Context: an optimization exercise on an open-source flow, tuned for small area, a short achievable clock period and few clock cycles per item. The choices shown serve that exercise and are no tape-out recipe. At most, simulation tests tie the RTL to the original design; equivalence was not proved.

==> try-cedar <==
==> flow/design.v (excerpt) <==
module aes_enc (
    input  wire         clk,
    input  wire         rst,         
    input  wire         start,       
    input  wire [1:0]   key_len,     
    input  wire [255:0] key,         
    input  wire [127:0] din,         
    output wire         ready,       
    output reg          done,        
    output wire [127:0] dout
);
clock: 15.0 ns
lec_check: 0
cap_margin: 20
core_margin: 2
core_utilization: 45
place_density: 0.6
slew_margin: 20
synth_hierarchical: 1
standard.sh (not shown) runs the stock make flow with config.mk's settings and CLKGATE_MAP_FILE= SYNTH_SCRIPT=/design/flow/synth_recipe.tcl, a recipe that flattens the netlist after the stock synthesis.
==> flow/flow/run.sh <==
#!/bin/bash
# Layout flow: the standard flow (standard.sh, unchanged synthesis), with
# plain buf_1 cells as the port buffers instead of the flow's default choice,
# a clock tree of clkbuf_16 cells without dummy loads, and timing repair asked
# for a setup margin (the SDC is unchanged).
set -euo pipefail
bash standard.sh "BUFFER_PORTS_ARGS=-buffer_cell sky130_fd_sc_hd__buf_1" "SETUP_SLACK_MARGIN=10.5" \
  "CTS_ARGS=-sink_clustering_enable -repair_clock_nets -dont_use_dummy_load -buf_list sky130_fd_sc_hd__clkbuf_16" \
  finish > make_finish.log 2>&1
==> try-pepper: changes against try-cedar <==
--- a/flow/design.v
+++ b/flow/design.v
@@ -604,37 +604,37 @@
     aes_xor2  #(32) u_a1  (.a(wold_n[1]), .b(t1), .y(A[1]));
     aes_nand2 #(32) u_t2  (.a({32{c2}}), .b(A[1]), .y(t2));
     aes_nand2 #(8)  u_q2  (.a(t2[31:24]), .b(r2n), .y(q2));
     aes_xnor2 #(8)  u_a2h (.a(wold_n[2][31:24]), .b(q2), .y(A[2][31:24]));
     aes_xor2  #(24) u_a2l (.a(wold_n[2][23:0]), .b(t2[23:0]), .y(A[2][23:0]));
     aes_nand2 #(32) u_t3  (.a({32{c3}}), .b(A[2]), .y(t3));
     aes_xor2  #(32) u_a3  (.a(wold_n[3]), .b(t3), .y(A[3]));
     wire [31:0] g0, g2;
-    wire [127:0] nw;
+    wire [127:0] nw_n;
     aes_nand2 #(32) u_g0 (.a({32{m01}}), .b(sw), .y(g0));
     aes_nand2 #(32) u_g2 (.a({32{m23}}), .b(sw), .y(g2));
     wire [31:0] Am [0:3];
     assign Am[0] = km[255:224];
     assign Am[1] = km[223:192];
     assign Am[2] = km[191:160];
     assign Am[3] = km[159:128];
-    aes_xnor2 #(32) u_n0 (.a(Am[0]), .b(g0), .y(nw[127:96]));
-    aes_xnor2 #(32) u_n1 (.a(Am[1]), .b(g0), .y(nw[95:64]));
-    aes_xnor2 #(32) u_n2 (.a(Am[2]), .b(g2), .y(nw[63:32]));
-    aes_xnor2 #(32) u_n3 (.a(Am[3]), .b(g2), .y(nw[31:0]));
+    aes_xor2  #(32) u_n0 (.a(Am[0]), .b(g0), .y(nw_n[127:96]));
+    aes_xor2  #(32) u_n1 (.a(Am[1]), .b(g0), .y(nw_n[95:64]));
+    aes_xor2  #(32) u_n2 (.a(Am[2]), .b(g2), .y(nw_n[63:32]));
+    aes_xor2  #(32) u_n3 (.a(Am[3]), .b(g2), .y(nw_n[31:0]));
     wire [255:0] kw_d;
+    wire [127:0] kh_n;
     aes_a22o  #(128) u_kwh (.sa(rsel), .a(key[127:0]), .sb(nrsel), .b(km[127:0]), .y(kw_d[255:128]));
-    aes_a22o  #(128) u_kwl (.sa(rsel), .a(key[255:128]), .sb(nrsel), .b(nw), .y(kw_d[127:0]));
+    aes_nand2 #(128) u_khn (.a({128{rsel}}), .b(key[255:128]), .y(kh_n));
+    aes_o21ai #(128) u_kwl (.s(rsel), .a(nw_n), .b(kh_n), .y(kw_d[127:0]));
     wire [31:0] k67, x237_n, nsin;
     aes_xor2  #(32) u_k67  (.a(km[63:32]), .b(km[31:0]), .y(k67));
-    aes_xnor2 #(32) u_x237 (.a(k67), .b(nw[31:0]), .y(x237_n));
-    wire [31:0] n3_n;
-    aes_inv   #(32) u_n3n (.a(nw[31:0]), .y(n3_n));
-    aes_a222oi #(32) u_nsin (.sa(sna), .a({n3_n[23:0], n3_n[31:24]}), .sb(snb), .b(n3_n),
+    aes_xor2  #(32) u_x237 (.a(k67), .b(nw_n[31:0]), .y(x237_n));
+    aes_a222oi #(32) u_nsin (.sa(sna), .a({nw_n[23:0], nw_n[31:24]}), .sb(snb), .b(nw_n[31:0]),
                              .sc(snc), .c({x237_n[23:0], x237_n[31:24]}), .y(nsin));
     wire [31:0] sin0 = (key_len == 2'd1) ? {key[87:64], key[95:88]} : {key[151:128], key[159:152]};
     wire [31:0] sin_d = rsel ? sin0 : nsin;
     reg  [127:0] xs_n, y;
     wire [127:0] y_d;
     genvar n;
     generate
         for (n = 0; n < 16; n = n + 1) begin : g_sb
@@ -667,17 +667,17 @@
             assign srw[127 - 32*n -: 32] = s;
         end
     endgenerate
     wire [127:0] xa_n, xs_d;
     aes_o22ai #(128) u_xa  (.a(din), .sa(nrsel), .b(mc), .sb(rsel), .y(xa_n));
     aes_xor2  #(128) u_xs  (.a(xa_n), .b(kw_d[127:0]), .y(xs_d));
     reg  [127:0] dout_r;
     wire [127:0] dout_d;
-    aes_xor2  #(128) u_fin (.a(srw), .b(nw), .y(dout_d));
+    aes_xnor2 #(128) u_fin (.a(srw), .b(nw_n), .y(dout_d));
     assign dout = dout_r;
     always @(posedge clk) begin
         xs_n   <= xs_d;
         y      <= y_d;
         kw     <= kw_d;
         km     <= {A[0], A[1], A[2], A[3], kw[127:0]};
         sin    <= sin_d;
         sw     <= sw_d;
==> try-indigo: changes against try-cedar <==
--- a/flow/design.v
+++ b/flow/design.v
@@ -604,37 +604,37 @@
     aes_xor2  #(32) u_a1  (.a(wold_n[1]), .b(t1), .y(A[1]));
     aes_nand2 #(32) u_t2  (.a({32{c2}}), .b(A[1]), .y(t2));
     aes_nand2 #(8)  u_q2  (.a(t2[31:24]), .b(r2n), .y(q2));
     aes_xnor2 #(8)  u_a2h (.a(wold_n[2][31:24]), .b(q2), .y(A[2][31:24]));
     aes_xor2  #(24) u_a2l (.a(wold_n[2][23:0]), .b(t2[23:0]), .y(A[2][23:0]));
     aes_nand2 #(32) u_t3  (.a({32{c3}}), .b(A[2]), .y(t3));
     aes_xor2  #(32) u_a3  (.a(wold_n[3]), .b(t3), .y(A[3]));
     wire [31:0] g0, g2;
-    wire [127:0] nw;
+    wire [127:0] nw_n;
     aes_nand2 #(32) u_g0 (.a({32{m01}}), .b(sw), .y(g0));
     aes_nand2 #(32) u_g2 (.a({32{m23}}), .b(sw), .y(g2));
     wire [31:0] Am [0:3];
     assign Am[0] = km[255:224];
     assign Am[1] = km[223:192];
     assign Am[2] = km[191:160];
     assign Am[3] = km[159:128];
-    aes_xnor2 #(32) u_n0 (.a(Am[0]), .b(g0), .y(nw[127:96]));
-    aes_xnor2 #(32) u_n1 (.a(Am[1]), .b(g0), .y(nw[95:64]));
-    aes_xnor2 #(32) u_n2 (.a(Am[2]), .b(g2), .y(nw[63:32]));
-    aes_xnor2 #(32) u_n3 (.a(Am[3]), .b(g2), .y(nw[31:0]));
+    aes_xor2  #(32) u_n0 (.a(Am[0]), .b(g0), .y(nw_n[127:96]));
+    aes_xor2  #(32) u_n1 (.a(Am[1]), .b(g0), .y(nw_n[95:64]));
+    aes_xor2  #(32) u_n2 (.a(Am[2]), .b(g2), .y(nw_n[63:32]));
+    aes_xor2  #(32) u_n3 (.a(Am[3]), .b(g2), .y(nw_n[31:0]));
     wire [255:0] kw_d;
+    wire [127:0] kh_n;
     aes_a22o  #(128) u_kwh (.sa(rsel), .a(key[127:0]), .sb(nrsel), .b(km[127:0]), .y(kw_d[255:128]));
-    aes_a22o  #(128) u_kwl (.sa(rsel), .a(key[255:128]), .sb(nrsel), .b(nw), .y(kw_d[127:0]));
+    aes_nand2 #(128) u_khn (.a({128{rsel}}), .b(key[255:128]), .y(kh_n));
+    aes_o21ai #(128) u_kwl (.s(rsel), .a(nw_n), .b(kh_n), .y(kw_d[127:0]));
     wire [31:0] k67, x237_n, nsin;
     aes_xor2  #(32) u_k67  (.a(km[63:32]), .b(km[31:0]), .y(k67));
-    aes_xnor2 #(32) u_x237 (.a(k67), .b(nw[31:0]), .y(x237_n));
-    wire [31:0] n3_n;
-    aes_inv   #(32) u_n3n (.a(nw[31:0]), .y(n3_n));
-    aes_a222oi #(32) u_nsin (.sa(sna), .a({n3_n[23:0], n3_n[31:24]}), .sb(snb), .b(n3_n),
+    aes_xor2  #(32) u_x237 (.a(k67), .b(nw_n[31:0]), .y(x237_n));
+    aes_a222oi #(32) u_nsin (.sa(sna), .a({nw_n[23:0], nw_n[31:24]}), .sb(snb), .b(nw_n[31:0]),
                              .sc(snc), .c({x237_n[23:0], x237_n[31:24]}), .y(nsin));
     wire [31:0] sin0 = (key_len == 2'd1) ? {key[87:64], key[95:88]} : {key[151:128], key[159:152]};
     wire [31:0] sin_d = rsel ? sin0 : nsin;
     reg  [127:0] xs_n, y;
     wire [127:0] y_d;
     genvar n;
     generate
         for (n = 0; n < 16; n = n + 1) begin : g_sb
@@ -662,22 +662,23 @@
                 aes_xor2 #(3) u_h (.a({ui[0], ui[2], ui[3]}), .b({3{ui[7]}}), .y(h[3*i +: 3]));
                 aes_xor2 #(8) u_m (.a(w[31 - 8*i -: 8]),
                                    .b({ui[6:4], h[3*i], h[3*i + 1], ui[1], h[3*i + 2], ui[7]}),
                                    .y(mc[127 - 32*n - 8*i -: 8]));
             end
             assign srw[127 - 32*n -: 32] = s;
         end
     endgenerate
-    wire [127:0] xa_n, xs_d;
-    aes_o22ai #(128) u_xa  (.a(din), .sa(nrsel), .b(mc), .sb(rsel), .y(xa_n));
-    aes_xor2  #(128) u_xs  (.a(xa_n), .b(kw_d[127:0]), .y(xs_d));
+    wire [127:0] xmc, dk, xs_d;
+    aes_xnor2 #(128) u_xmc (.a(mc), .b(nw_n), .y(xmc));
+    aes_xor2  #(128) u_dk  (.a(din), .b(key[255:128]), .y(dk));
+    aes_o22ai #(128) u_xs  (.a(dk), .sa(nrsel), .b(xmc), .sb(rsel), .y(xs_d));
     reg  [127:0] dout_r;
     wire [127:0] dout_d;
-    aes_xor2  #(128) u_fin (.a(srw), .b(nw), .y(dout_d));
+    aes_xnor2 #(128) u_fin (.a(srw), .b(nw_n), .y(dout_d));
     assign dout = dout_r;
     always @(posedge clk) begin
         xs_n   <= xs_d;
         y      <= y_d;
         kw     <= kw_d;
         km     <= {A[0], A[1], A[2], A[3], kw[127:0]};
         sin    <= sin_d;
         sw     <= sw_d;
==> flow/flow/run.sh (replaced) <==
#!/bin/bash
# Layout flow: the standard flow (standard.sh, unchanged synthesis), with
# plain buf_1 cells as the port buffers instead of the flow's default choice,
# a clock tree of clkbuf_8 cells without dummy loads, and timing repair asked
# for a setup margin (the SDC is unchanged).
set -euo pipefail
bash standard.sh "BUFFER_PORTS_ARGS=-buffer_cell sky130_fd_sc_hd__buf_1" "SETUP_SLACK_MARGIN=10.5" \
  "CTS_ARGS=-sink_clustering_enable -repair_clock_nets -dont_use_dummy_load -buf_list sky130_fd_sc_hd__clkbuf_8" \
  finish > make_finish.log 2>&1
==> summary.txt <==
	try-indigo	try-cedar	try-pepper
Netlist Area Pre-Place	0.0571 mm²	0.0561 mm²	0.0560 mm²
Setup slack, reg-to-reg	10.75 ns	10.75 ns	10.76 ns
Met3 Resource Use GR	6.39%	6.49%	5.95%
Synthesized Nets	7027	6803	6899
Non-clk bufs	580	576	570
Mux contribution to synthesized area	0.666%	0.678%	0.680%
Initial cell density of the core	45.4%	45.4%	45.3%
Result of the run	no timing/DRC/antenna violations	no timing/DRC/antenna violations	no timing/DRC/antenna violations
Share of cells above drive strength 1	5.42%	5.03%	4.87%
H-Tree Depth	4	3	3
Average size of a mapped cell	8.60 µm²	8.74 µm²	8.60 µm²
Fraction of met2 tracks used by global routing	53.0%	51.7%	52.5%
Routability cong.	0.995	0.998	0.985
Clk cell area share	3.75%	4.29%	4.27%
Clock transition at the registers of the reported paths	0.06 ns	0.06 ns	0.07 ns
Fin cells	9034	8726	8812
Critical-path maximum fanout	2	1	1
Routed length on met3	20400 µm	19100 µm	19400 µm
Worst relative slew slack	13.9%	13.9%	15.1%
Testbench counts of try-pepper, summed over its fixed seeds: cycles 28,456, blocks 2,400.
Testbench counts of try-indigo, summed over its fixed seeds: cycles 28,456, blocks 2,400.
Function not checked in try-cedar: the RTL went through the layout flow alone.

==> port drivers added, routing unchanged <==
How much do the figures lean on ideal ports? The routed layouts below were timed once more, with nothing changed but the port constraints. Step 1 assumes that a clkbuf_16 drives the clock port and a buf_2 every other input. Step 2, shift: input delay + t, output delay - t, t = (earliest + latest rising clock arrival at the registers) / 2. This alone moves slack from input paths to output paths. Slacks: ideal ports / drivers / drivers and shift; pairs: ideal ports / drivers.
run | shift t [ns] | slack for setup (ns) | slew at the worst register clock pin (ns)
try-cedar | 0.790 | 10.660 / 10.588 / 10.204 | 0.07 / 0.07
try-pepper | 0.796 | 10.669 / 10.595 / 10.138 | 0.07 / 0.07
try-indigo | 0.928 | 10.564 / 10.478 / 10.186 | 0.07 / 0.07
After both steps every run listed still meets setup and hold. For try-pepper, which loses most, drivers alone change the setup slack by -0.074 ns; drivers and shift together by -0.531 ns.
